This design comes from an exercise in tuning for small area, a short achievable clock period and few clock cycles on the open sky130 flow, not from production work.
In this exercise RTL edits were held to simulation tests only and were not proved equivalent to the original.
No activity file was given, so power comes from the tool's default toggle rates.

==> xenon: inputs <==
// aelhil_xu
module aelhil_xu (
    input  wire        clk,
    input  wire        rst,
    input  wire        in_valid,
    output wire        in_ready,
    input  wire [6:0]  in_op,
    input  wire [9:0]  in_fn,
    input  wire [63:0] in_a,
    input  wire [63:0] in_b,
    output reg         out_valid,
    input  wire        out_ready,
    output reg  [63:0] out_result,
    output reg         out_illegal
);
make LEC_CHECK=0 CAP_MARGIN=20 CORE_MARGIN=2 CORE_UTILIZATION=30 PLACE_DENSITY=0.5 SETUP_SLACK_MARGIN=4.5 SLEW_MARGIN=20 finish   # period 10.0 ns
run.sh (not shown) runs the stock make flow with config.mk's settings and CLKGATE_MAP_FILE= SYNTH_SCRIPT=/design/flow/synth_recipe.tcl, a recipe that flattens the netlist after the stock synthesis.
==> indigo: changes against xenon <==
--- a/flow/design.v
+++ b/flow/design.v
@@ -12,26 +12,28 @@
     input  wire        u_bsw,    
     input  wire [1:0]  bsw,      
     input  wire        f_left,   
     input  wire        f_cat,    
     input  wire        f_fill,   
-    input  wire        f_usef,   
     input  wire [63:0] a,
     input  wire [63:0] b,
     input  wire [63:0] c,        
     input  wire [63:0] sum,      
     input  wire        lt,       
     input  wire        ltr,      
     input  wire [6:0]  lza,      
-    input  wire [5:0]  fsh,      
+    input  wire [5:0]  sh,       
     output wire [63:0] y
 );
-    wire [5:0]  sraw   = f_usef ? fsh : b[5:0];
-    wire [5:0]  sh     = f_left ? ~sraw : sraw;
     wire [63:0] hi     = f_cat ? a : f_left ? {1'b0, a[63:1]} : {64{f_fill & a[63]}};
     wire [63:0] lo     = f_cat ? c : f_left ? {a[0], 63'd0} : a;
-    wire [127:0] fun   = {hi, lo} >> sh;
+    wire [94:0] fs5    = sh[5] ? {hi[62:0], lo[63:32]} : {hi[30:0], lo};
+    wire [78:0] fs4    = sh[4] ? fs5[94:16] : fs5[78:0];
+    wire [70:0] fs3    = sh[3] ? fs4[78:8]  : fs4[70:0];
+    wire [66:0] fs2    = sh[2] ? fs3[70:4]  : fs3[66:0];
+    wire [64:0] fs1    = sh[1] ? fs2[66:2]  : fs2[64:0];
+    wire [63:0] fun    = sh[0] ? fs1[64:1]  : fs1[63:0];
     wire [6:0]  popc = ({3'd0, c[3:0]}   + {3'd0, c[7:4]})
                      + ({3'd0, c[11:8]}  + {3'd0, c[15:12]})
                      + ({3'd0, c[19:16]} + {3'd0, c[23:20]})
                      + ({3'd0, c[27:24]} + {3'd0, c[31:28]});
     wire [63:0] bswp = (bsw == 2'd0) ? {a[7:0], a[15:8], a[23:16], a[31:24],
@@ -42,11 +44,11 @@
     wire        pick_b = (u_min & !ltr) | (u_max & ltr);
     assign y = ({64{u_sum}} & sum)
              | ({64{u_and}} & (a & b))
              | ({64{u_or}}  & (a | b))
              | ({64{u_xor}} & (a ^ b))
-             | ({64{u_fun}} & fun[63:0])
+             | ({64{u_fun}} & fun)
              | ({64{pick_a}} & a)
              | ({64{pick_b}} & b)
              | ({64{u_bsw}} & bswp)
              | {57'd0, ({7{u_clz}} & lza) | ({7{u_pop}} & popc)}
              | {63'd0, u_lt & lt};
@@ -224,31 +226,34 @@
     reg  [1:0]  x_kind;
     reg  [63:0] R, A, B;
     reg         rsg;             
     reg         ltr;             
     reg  [4:0]  j;               
-    reg  [4:0]  m;               
+    reg         z17;             
     reg         msgn;            
     reg  [6:0]  cnt;             
-    reg  [5:0]  fs;              
+    reg  [5:0]  sh;              
+    reg         irdy0;           
+    reg         xfin_v;          
     reg         a_neg;           
     reg         neg_f;           
-    wire        x_leave = x_valid && x_fin && (!out_valid || out_ready);
-    assign in_ready     = !x_valid || x_leave;
+    wire        x_leave = xfin_v && (!out_valid || out_ready);
+    assign in_ready     = irdy0 || (xfin_v && out_ready);
     wire        md_sgn  = !x_kind[0];                   
     wire        mh_sgn  = (x_kind != 2'd2);             
     wire        d_rem   = x_kind[1];
-    wire [63:0] lz_rin = lzsx ? (R ^ {R[63], R[63:1]}) : R;
-    wire [63:0] lz_ain = lzsx ? (A ^ {A[63], A[63:1]}) : A;
+    wire [63:0] lz_rin = R ^ {64{lzsx & R[63]}};
+    wire [63:0] lz_ain = A ^ {64{lzsx & A[63]}};
     wire [6:0]  lz_r, lz_a;
     aelhil_lzc u_lzr (.x(lz_rin), .n(lz_r));
     aelhil_lzc u_lza (.x(lz_ain), .n(lz_a));
-    wire [7:0]  dk8  = {1'b0, lz_a} - {1'b0, lz_r};     
-    wire [6:0]  m_r7 = 7'd68 - lz_r;
-    wire [6:0]  m_a7 = 7'd68 - lz_a;
-    wire [4:0]  m_r  = m_r7[6:2];
-    wire [4:0]  m_a  = m_a7[6:2];
+    wire        lz_gt = lz_r > lz_a;
+    wire [6:0]  dk    = lz_a - lz_r;                    
+    wire [4:0]  q_r   = lz_r[6:2] + {4'd0, |lz_r[1:0]};
+    wire [4:0]  q_a   = lz_a[6:2] + {4'd0, |lz_a[1:0]};
+    wire [3:0]  qm_r  = q_r[3:0] - 4'd1;
+    wire [3:0]  qm_a  = q_a[3:0] - 4'd1;
     wire [68:0] md_sum;
     aelhil_mul u_md (
         .r    (R),
         .rz   (mc[7]),
         .rneg (mc[8]),
@@ -263,20 +268,20 @@
     wire [63:0] alu_y;
     aelhil_alu u_alu (
         .u_sum  (ud[14]), .u_and (ud[13]), .u_or  (ud[12]), .u_xor (ud[11]),
         .u_fun  (ud[10]), .u_lt  (ud[9]),  .u_min (ud[8]),  .u_max (ud[7]),
         .u_clz  (ud[6]),  .u_pop (ud[5]),  .u_bsw (ud[4]),
-        .f_left (ud[3]),  .f_cat (ud[2]),  .f_fill(ud[1]),  .f_usef(ud[0]),
+        .f_left (ud[3]),  .f_cat (ud[2]),  .f_fill(ud[1]),
         .bsw    (x_bsw),
         .a      (R),
         .b      (A),
         .c      (B),
         .sum    (md_sum[63:0]),
         .lt     (md_sum[68]),
         .ltr    (ltr),
         .lza    (lz_r),
-        .fsh    (fs),
+        .sh     (sh),
         .y      (alu_y)
     );
     function [3:0] popc8(input [7:0] v);
         integer n;
         begin
@@ -285,15 +290,15 @@
                 popc8 = popc8 + {3'd0, v[n]};
         end
     endfunction
     wire [31:0] bytecnt = {popc8(R[63:56]), popc8(R[55:48]), popc8(R[47:40]), popc8(R[39:32]),
                            popc8(R[31:24]), popc8(R[23:16]), popc8(R[15:8]),  popc8(R[7:0])};
-    wire        m0_swap  = lz_r > lz_a;                 
+    wire        m0_swap  = lz_gt;                       
     wire [4:0]  j_nx     = j + 5'd1;
-    wire        mit_last = (j_nx == m);
+    wire        mit_last = (j == 5'd16);
     wire        d0_ovf   = md_sgn && A == 64'h8000_0000_0000_0000 && B == 64'hFFFF_FFFF_FFFF_FFFF;
-    wire        d2_exit  = lz_a[6] || dk8[7];           
+    wire        d2_exit  = lz_a[6] || lz_gt;            
     wire        dit_last = (cnt == 7'd0);
     wire        dec_two = (alu_sel == ALU_POPC) || (alu_sel >= ALU_MIN && alu_sel <= ALU_MAXU);
     wire        dec_fin = ill || !(is_mul || is_div || dec_two);
     wire [3:0]  dec_st  = ill ? S_ONE : is_mul ? S_M0 : is_div ? S_D0 :
                           (alu_sel == ALU_POPC) ? S_P1 :
@@ -301,16 +306,26 @@
     wire        dec_cs  = (alu_sel == ALU_LT) || (alu_sel == ALU_MIN) || (alu_sel == ALU_MAX);
     wire        dec_sub = (alu_sel == ALU_SUB) || (alu_sel >= ALU_LT && alu_sel <= ALU_MAXU);
     wire        dec_dsg = !md_kind[0];
     wire [8:0]  dec_mc  = is_div ? {2'b01, dec_dsg && in_a[63], 6'b100000}
                                  : {2'b00, dec_sub, 1'b1, 4'b0000, dec_cs};
+    wire        fsm_fin = (st == S_P1) || (st == S_MM) || (st == S_MIT && mit_last) ||
+                          (st == S_D0 && d0_ovf) || (st == S_D2 && d2_exit) ||
+                          (st == S_DIT && dit_last);
+    wire        xv_nx   = in_ready ? in_valid : x_valid;
+    wire        xf_nx   = in_ready ? dec_fin : (x_fin || fsm_fin);
+    wire        ov_nx   = x_leave || (out_valid && !out_ready);
     always @(posedge clk) begin
         if (rst) begin
             x_valid     <= 1'b0;
             x_fin       <= 1'b1;
             out_valid   <= 1'b0;
+            irdy0       <= 1'b1;
+            xfin_v      <= 1'b0;
         end else begin
+            irdy0  <= !xv_nx || (xf_nx && !ov_nx);
+            xfin_v <= xv_nx && xf_nx;
             if (x_leave) begin
                 out_valid   <= 1'b1;
                 out_result  <= alu_y;
                 out_illegal <= x_ill;
             end else if (out_ready) begin
@@ -326,10 +341,11 @@
                 rsg     <= dec_cs && in_a[63];
                 ud      <= ill ? 15'd0 : adec(alu_sel);
                 mc      <= dec_mc;
                 lzsx    <= is_mul && (md_kind != 2'd2);
                 x_bsw   <= in_fn[1:0];
+                sh      <= (alu_sel == ALU_SLL) ? ~b_eff[5:0] : b_eff[5:0];
                 x_ill   <= ill;
                 x_kind  <= md_kind;
             end else if (x_valid && !x_fin) begin
                 case (st)
                     S_P1: begin
@@ -343,35 +359,36 @@
                         st    <= S_ONE;
                         x_fin <= 1'b1;
                     end
                     S_M0: begin
                         if (m0_swap) begin
-                            B  <= R;
-                            m  <= m_r;
-                            fs <= {-m_r[3:0], 2'b00};
-                            mc <= {2'b00, booth2(R[3:0], 1'b0), mh_sgn};
+                            B   <= R;
+                            j   <= q_r;
+                            z17 <= (q_r == 5'd0);
+                            sh  <= {qm_r, 2'b00};
+                            mc  <= {2'b00, booth2(R[3:0], 1'b0), mh_sgn};
                         end else begin
-                            A  <= R;
-                            m  <= m_a;
-                            fs <= {-m_a[3:0], 2'b00};
-                            mc <= {2'b00, booth2(B[3:0], 1'b0), mh_sgn};
+                            A   <= R;
+                            j   <= q_a;
+                            z17 <= (q_a == 5'd0);
+                            sh  <= {qm_a, 2'b00};
+                            mc  <= {2'b00, booth2(B[3:0], 1'b0), mh_sgn};
                         end
                         R    <= 64'd0;
                         rsg  <= 1'b0;
                         msgn <= mh_sgn;
                         lzsx <= 1'b0;
-                        j    <= 5'd0;
                         st   <= S_MIT;
                     end
                     S_MIT: begin
                         R   <= md_sum[67:4];
                         rsg <= md_sum[67];
                         B   <= {md_sum[3:0], B[63:4]};
                         j   <= j_nx;
-                        mc  <= {2'b00, booth2(j_nx[4] ? 4'd0 : B[7:4], B[3]), msgn};
+                        mc  <= {2'b00, booth2((z17 && j_nx == 5'd16) ? 4'd0 : B[7:4], B[3]), msgn};
                         if (mit_last) begin
-                            ud    <= (x_kind == 2'd0 || m == 5'd17) ? UD_FLO : UD_FHI;
+                            ud    <= (x_kind == 2'd0 || z17) ? UD_FLO : UD_FHI;
                             st    <= S_MFIN;
                             x_fin <= 1'b1;
                         end
                     end
                     S_D0: begin
@@ -397,12 +414,12 @@
                     end
                     S_D2: begin
                         R   <= A;
                         A   <= R;
                         B   <= 64'd0;
-                        cnt <= dk8[6:0];
-                        fs  <= dk8[5:0];
+                        cnt <= dk;
+                        sh  <= ~dk[5:0];
                         if (d2_exit) begin
                             mc    <= {2'b01, neg_f && d_rem, d_rem, 5'b00000};
                             ud    <= UD_SUM;
                             st    <= S_DFIN;
                             x_fin <= 1'b1;
Settings changed: PLACE_DENSITY 0.5 to 0.45, SETUP_SLACK_MARGIN 4.5 to 5.
==> cedar: changes against xenon <==
--- a/flow/design.v
+++ b/flow/design.v
@@ -12,26 +12,28 @@
     input  wire        u_bsw,    
     input  wire [1:0]  bsw,      
     input  wire        f_left,   
     input  wire        f_cat,    
     input  wire        f_fill,   
-    input  wire        f_usef,   
     input  wire [63:0] a,
     input  wire [63:0] b,
     input  wire [63:0] c,        
     input  wire [63:0] sum,      
     input  wire        lt,       
     input  wire        ltr,      
     input  wire [6:0]  lza,      
-    input  wire [5:0]  fsh,      
+    input  wire [5:0]  sh,       
     output wire [63:0] y
 );
-    wire [5:0]  sraw   = f_usef ? fsh : b[5:0];
-    wire [5:0]  sh     = f_left ? ~sraw : sraw;
     wire [63:0] hi     = f_cat ? a : f_left ? {1'b0, a[63:1]} : {64{f_fill & a[63]}};
     wire [63:0] lo     = f_cat ? c : f_left ? {a[0], 63'd0} : a;
-    wire [127:0] fun   = {hi, lo} >> sh;
+    wire [94:0] fs5    = sh[5] ? {hi[62:0], lo[63:32]} : {hi[30:0], lo};
+    wire [78:0] fs4    = sh[4] ? fs5[94:16] : fs5[78:0];
+    wire [70:0] fs3    = sh[3] ? fs4[78:8]  : fs4[70:0];
+    wire [66:0] fs2    = sh[2] ? fs3[70:4]  : fs3[66:0];
+    wire [64:0] fs1    = sh[1] ? fs2[66:2]  : fs2[64:0];
+    wire [63:0] fun    = sh[0] ? fs1[64:1]  : fs1[63:0];
     wire [6:0]  popc = ({3'd0, c[3:0]}   + {3'd0, c[7:4]})
                      + ({3'd0, c[11:8]}  + {3'd0, c[15:12]})
                      + ({3'd0, c[19:16]} + {3'd0, c[23:20]})
                      + ({3'd0, c[27:24]} + {3'd0, c[31:28]});
     wire [63:0] bswp = (bsw == 2'd0) ? {a[7:0], a[15:8], a[23:16], a[31:24],
@@ -42,11 +44,11 @@
     wire        pick_b = (u_min & !ltr) | (u_max & ltr);
     assign y = ({64{u_sum}} & sum)
              | ({64{u_and}} & (a & b))
              | ({64{u_or}}  & (a | b))
              | ({64{u_xor}} & (a ^ b))
-             | ({64{u_fun}} & fun[63:0])
+             | ({64{u_fun}} & fun)
              | ({64{pick_a}} & a)
              | ({64{pick_b}} & b)
              | ({64{u_bsw}} & bswp)
              | {57'd0, ({7{u_clz}} & lza) | ({7{u_pop}} & popc)}
              | {63'd0, u_lt & lt};
@@ -224,31 +226,34 @@
     reg  [1:0]  x_kind;
     reg  [63:0] R, A, B;
     reg         rsg;             
     reg         ltr;             
     reg  [4:0]  j;               
-    reg  [4:0]  m;               
+    reg         z17;             
     reg         msgn;            
     reg  [6:0]  cnt;             
-    reg  [5:0]  fs;              
+    reg  [5:0]  sh;              
+    reg         irdy0;           
+    reg         xfin_v;          
     reg         a_neg;           
     reg         neg_f;           
-    wire        x_leave = x_valid && x_fin && (!out_valid || out_ready);
-    assign in_ready     = !x_valid || x_leave;
+    wire        x_leave = xfin_v && (!out_valid || out_ready);
+    assign in_ready     = irdy0 || (xfin_v && out_ready);
     wire        md_sgn  = !x_kind[0];                   
     wire        mh_sgn  = (x_kind != 2'd2);             
     wire        d_rem   = x_kind[1];
-    wire [63:0] lz_rin = lzsx ? (R ^ {R[63], R[63:1]}) : R;
-    wire [63:0] lz_ain = lzsx ? (A ^ {A[63], A[63:1]}) : A;
+    wire [63:0] lz_rin = R ^ {64{lzsx & R[63]}};
+    wire [63:0] lz_ain = A ^ {64{lzsx & A[63]}};
     wire [6:0]  lz_r, lz_a;
     aelhil_lzc u_lzr (.x(lz_rin), .n(lz_r));
     aelhil_lzc u_lza (.x(lz_ain), .n(lz_a));
-    wire [7:0]  dk8  = {1'b0, lz_a} - {1'b0, lz_r};     
-    wire [6:0]  m_r7 = 7'd68 - lz_r;
-    wire [6:0]  m_a7 = 7'd68 - lz_a;
-    wire [4:0]  m_r  = m_r7[6:2];
-    wire [4:0]  m_a  = m_a7[6:2];
+    wire        lz_gt = lz_r > lz_a;
+    wire [6:0]  dk    = lz_a - lz_r;                    
+    wire [4:0]  q_r   = lz_r[6:2] + {4'd0, |lz_r[1:0]};
+    wire [4:0]  q_a   = lz_a[6:2] + {4'd0, |lz_a[1:0]};
+    wire [3:0]  qm_r  = q_r[3:0] - 4'd1;
+    wire [3:0]  qm_a  = q_a[3:0] - 4'd1;
     wire [68:0] md_sum;
     aelhil_mul u_md (
         .r    (R),
         .rz   (mc[7]),
         .rneg (mc[8]),
@@ -263,20 +268,20 @@
     wire [63:0] alu_y;
     aelhil_alu u_alu (
         .u_sum  (ud[14]), .u_and (ud[13]), .u_or  (ud[12]), .u_xor (ud[11]),
         .u_fun  (ud[10]), .u_lt  (ud[9]),  .u_min (ud[8]),  .u_max (ud[7]),
         .u_clz  (ud[6]),  .u_pop (ud[5]),  .u_bsw (ud[4]),
-        .f_left (ud[3]),  .f_cat (ud[2]),  .f_fill(ud[1]),  .f_usef(ud[0]),
+        .f_left (ud[3]),  .f_cat (ud[2]),  .f_fill(ud[1]),
         .bsw    (x_bsw),
         .a      (R),
         .b      (A),
         .c      (B),
         .sum    (md_sum[63:0]),
         .lt     (md_sum[68]),
         .ltr    (ltr),
         .lza    (lz_r),
-        .fsh    (fs),
+        .sh     (sh),
         .y      (alu_y)
     );
     function [3:0] popc8(input [7:0] v);
         integer n;
         begin
@@ -285,15 +290,15 @@
                 popc8 = popc8 + {3'd0, v[n]};
         end
     endfunction
     wire [31:0] bytecnt = {popc8(R[63:56]), popc8(R[55:48]), popc8(R[47:40]), popc8(R[39:32]),
                            popc8(R[31:24]), popc8(R[23:16]), popc8(R[15:8]),  popc8(R[7:0])};
-    wire        m0_swap  = lz_r > lz_a;                 
+    wire        m0_swap  = lz_gt;                       
     wire [4:0]  j_nx     = j + 5'd1;
-    wire        mit_last = (j_nx == m);
+    wire        mit_last = (j == 5'd16);
     wire        d0_ovf   = md_sgn && A == 64'h8000_0000_0000_0000 && B == 64'hFFFF_FFFF_FFFF_FFFF;
-    wire        d2_exit  = lz_a[6] || dk8[7];           
+    wire        d2_exit  = lz_a[6] || lz_gt;            
     wire        dit_last = (cnt == 7'd0);
     wire        dec_two = (alu_sel == ALU_POPC) || (alu_sel >= ALU_MIN && alu_sel <= ALU_MAXU);
     wire        dec_fin = ill || !(is_mul || is_div || dec_two);
     wire [3:0]  dec_st  = ill ? S_ONE : is_mul ? S_M0 : is_div ? S_D0 :
                           (alu_sel == ALU_POPC) ? S_P1 :
@@ -301,16 +306,26 @@
     wire        dec_cs  = (alu_sel == ALU_LT) || (alu_sel == ALU_MIN) || (alu_sel == ALU_MAX);
     wire        dec_sub = (alu_sel == ALU_SUB) || (alu_sel >= ALU_LT && alu_sel <= ALU_MAXU);
     wire        dec_dsg = !md_kind[0];
     wire [8:0]  dec_mc  = is_div ? {2'b01, dec_dsg && in_a[63], 6'b100000}
                                  : {2'b00, dec_sub, 1'b1, 4'b0000, dec_cs};
+    wire        fsm_fin = (st == S_P1) || (st == S_MM) || (st == S_MIT && mit_last) ||
+                          (st == S_D0 && d0_ovf) || (st == S_D2 && d2_exit) ||
+                          (st == S_DIT && dit_last);
+    wire        xv_nx   = in_ready ? in_valid : x_valid;
+    wire        xf_nx   = in_ready ? dec_fin : (x_fin || fsm_fin);
+    wire        ov_nx   = x_leave || (out_valid && !out_ready);
     always @(posedge clk) begin
         if (rst) begin
             x_valid     <= 1'b0;
             x_fin       <= 1'b1;
             out_valid   <= 1'b0;
+            irdy0       <= 1'b1;
+            xfin_v      <= 1'b0;
         end else begin
+            irdy0  <= !xv_nx || (xf_nx && !ov_nx);
+            xfin_v <= xv_nx && xf_nx;
             if (x_leave) begin
                 out_valid   <= 1'b1;
                 out_result  <= alu_y;
                 out_illegal <= x_ill;
             end else if (out_ready) begin
@@ -326,10 +341,11 @@
                 rsg     <= dec_cs && in_a[63];
                 ud      <= ill ? 15'd0 : adec(alu_sel);
                 mc      <= dec_mc;
                 lzsx    <= is_mul && (md_kind != 2'd2);
                 x_bsw   <= in_fn[1:0];
+                sh      <= (alu_sel == ALU_SLL) ? ~b_eff[5:0] : b_eff[5:0];
                 x_ill   <= ill;
                 x_kind  <= md_kind;
             end else if (x_valid && !x_fin) begin
                 case (st)
                     S_P1: begin
@@ -343,35 +359,36 @@
                         st    <= S_ONE;
                         x_fin <= 1'b1;
                     end
                     S_M0: begin
                         if (m0_swap) begin
-                            B  <= R;
-                            m  <= m_r;
-                            fs <= {-m_r[3:0], 2'b00};
-                            mc <= {2'b00, booth2(R[3:0], 1'b0), mh_sgn};
+                            B   <= R;
+                            j   <= q_r;
+                            z17 <= (q_r == 5'd0);
+                            sh  <= {qm_r, 2'b00};
+                            mc  <= {2'b00, booth2(R[3:0], 1'b0), mh_sgn};
                         end else begin
-                            A  <= R;
-                            m  <= m_a;
-                            fs <= {-m_a[3:0], 2'b00};
-                            mc <= {2'b00, booth2(B[3:0], 1'b0), mh_sgn};
+                            A   <= R;
+                            j   <= q_a;
+                            z17 <= (q_a == 5'd0);
+                            sh  <= {qm_a, 2'b00};
+                            mc  <= {2'b00, booth2(B[3:0], 1'b0), mh_sgn};
                         end
                         R    <= 64'd0;
                         rsg  <= 1'b0;
                         msgn <= mh_sgn;
                         lzsx <= 1'b0;
-                        j    <= 5'd0;
                         st   <= S_MIT;
                     end
                     S_MIT: begin
                         R   <= md_sum[67:4];
                         rsg <= md_sum[67];
                         B   <= {md_sum[3:0], B[63:4]};
                         j   <= j_nx;
-                        mc  <= {2'b00, booth2(j_nx[4] ? 4'd0 : B[7:4], B[3]), msgn};
+                        mc  <= {2'b00, booth2((z17 && j_nx == 5'd16) ? 4'd0 : B[7:4], B[3]), msgn};
                         if (mit_last) begin
-                            ud    <= (x_kind == 2'd0 || m == 5'd17) ? UD_FLO : UD_FHI;
+                            ud    <= (x_kind == 2'd0 || z17) ? UD_FLO : UD_FHI;
                             st    <= S_MFIN;
                             x_fin <= 1'b1;
                         end
                     end
                     S_D0: begin
@@ -397,12 +414,12 @@
                     end
                     S_D2: begin
                         R   <= A;
                         A   <= R;
                         B   <= 64'd0;
-                        cnt <= dk8[6:0];
-                        fs  <= dk8[5:0];
+                        cnt <= dk;
+                        sh  <= ~dk[5:0];
                         if (d2_exit) begin
                             mc    <= {2'b01, neg_f && d_rem, d_rem, 5'b00000};
                             ud    <= UD_SUM;
                             st    <= S_DFIN;
                             x_fin <= 1'b1;
Settings changed: SETUP_SLACK_MARGIN 4.5 to 5.
==> summary.txt <==
	xenon	indigo	cedar
Worst hold-check slack	0.449 ns	0.465 ns	0.424 ns
Routed vias	63.0k	65.9k	65.1k
Syn_nets	7440	7011	7011
Design area	0.0631 mm^2	0.0637 mm^2	0.0628 mm^2
Run status	complete, no violations	complete, no violations	complete, no violations
Largest clock skew in the final design	0.0454 ns	0.0843 ns	0.0670 ns
Flop and latch count out of synthesis	322	319	319
First drt pass iteration count	10	17	14
Clock latency on the worst-skew pair	0.68 ns	0.77 ns	0.72 ns
Initial Util	30.2%	30.2%	30.2%
Post-synthesis share of cell area spent on full adders, half adders and majority gates	11.7%	11.3%	11.3%
Transition at the pin with the smallest max-transition slack	1.35 ns	1.38 ns	1.29 ns
Wire length of the first global-routing pass	494 mm	543 mm	528 mm
Number of flops mapped to enable cells by yosys	319	314	314
Mean number of vias per cell	6.74	7.32	7.29
Met3 wire length	47.0 mm	71.2 mm	69.4 mm
Final worst-path cycle share	56.4%	52.9%	53.6%
CP Max Fanout	7	14	11
Half-perimeter wire length after placement	270 mm	293 mm	284 mm
Total design power	0.0113 W	0.0139 W	0.0140 W
Final min period	5.64 ns	5.29 ns	5.36 ns
Instance area at placement	0.0574 mm^2	0.0551 mm^2	0.0550 mm^2
Testbench counts of xenon, summed over its fixed seeds: cycles 13,470.
Testbench counts of indigo, summed over its fixed seeds: cycles 13,470.
Testbench counts of cedar, summed over its fixed seeds: cycles 13,470.

[what the ideal ports hide]
No port has a modelled driver above. Below, the same layouts with a new extraction and two added sets of constraints.
Step 1, drivers: a clkbuf_16 drives clk and a buf_2 each remaining input, both assumed.
Step 2, shift: input delay + t, output delay - t, t = (earliest + latest rising clock arrival at the registers) / 2. This alone moves slack from input paths to output paths.
Slacks: no drivers / after step 1 / after step 2; pairs: no drivers / after step 1.
| run | t (ns) | setup slack, ns | worst setup path after step 2 | pins driven straight from the clock port |
|---|---|---|---|---|
| xenon | 0.748 | 4.359 / 4.359 / 3.889 | input to register | 1 |
| indigo | 0.822 | 4.710 / 4.710 / 4.232 | input to register | 1 |
| cedar | 0.786 | 4.637 / 4.637 / 4.324 | input to register | 1 |
After both steps every run listed still meets setup and hold. For indigo, which loses most, drivers alone change the setup slack by 0.000 ns; drivers and shift together by -0.478 ns.
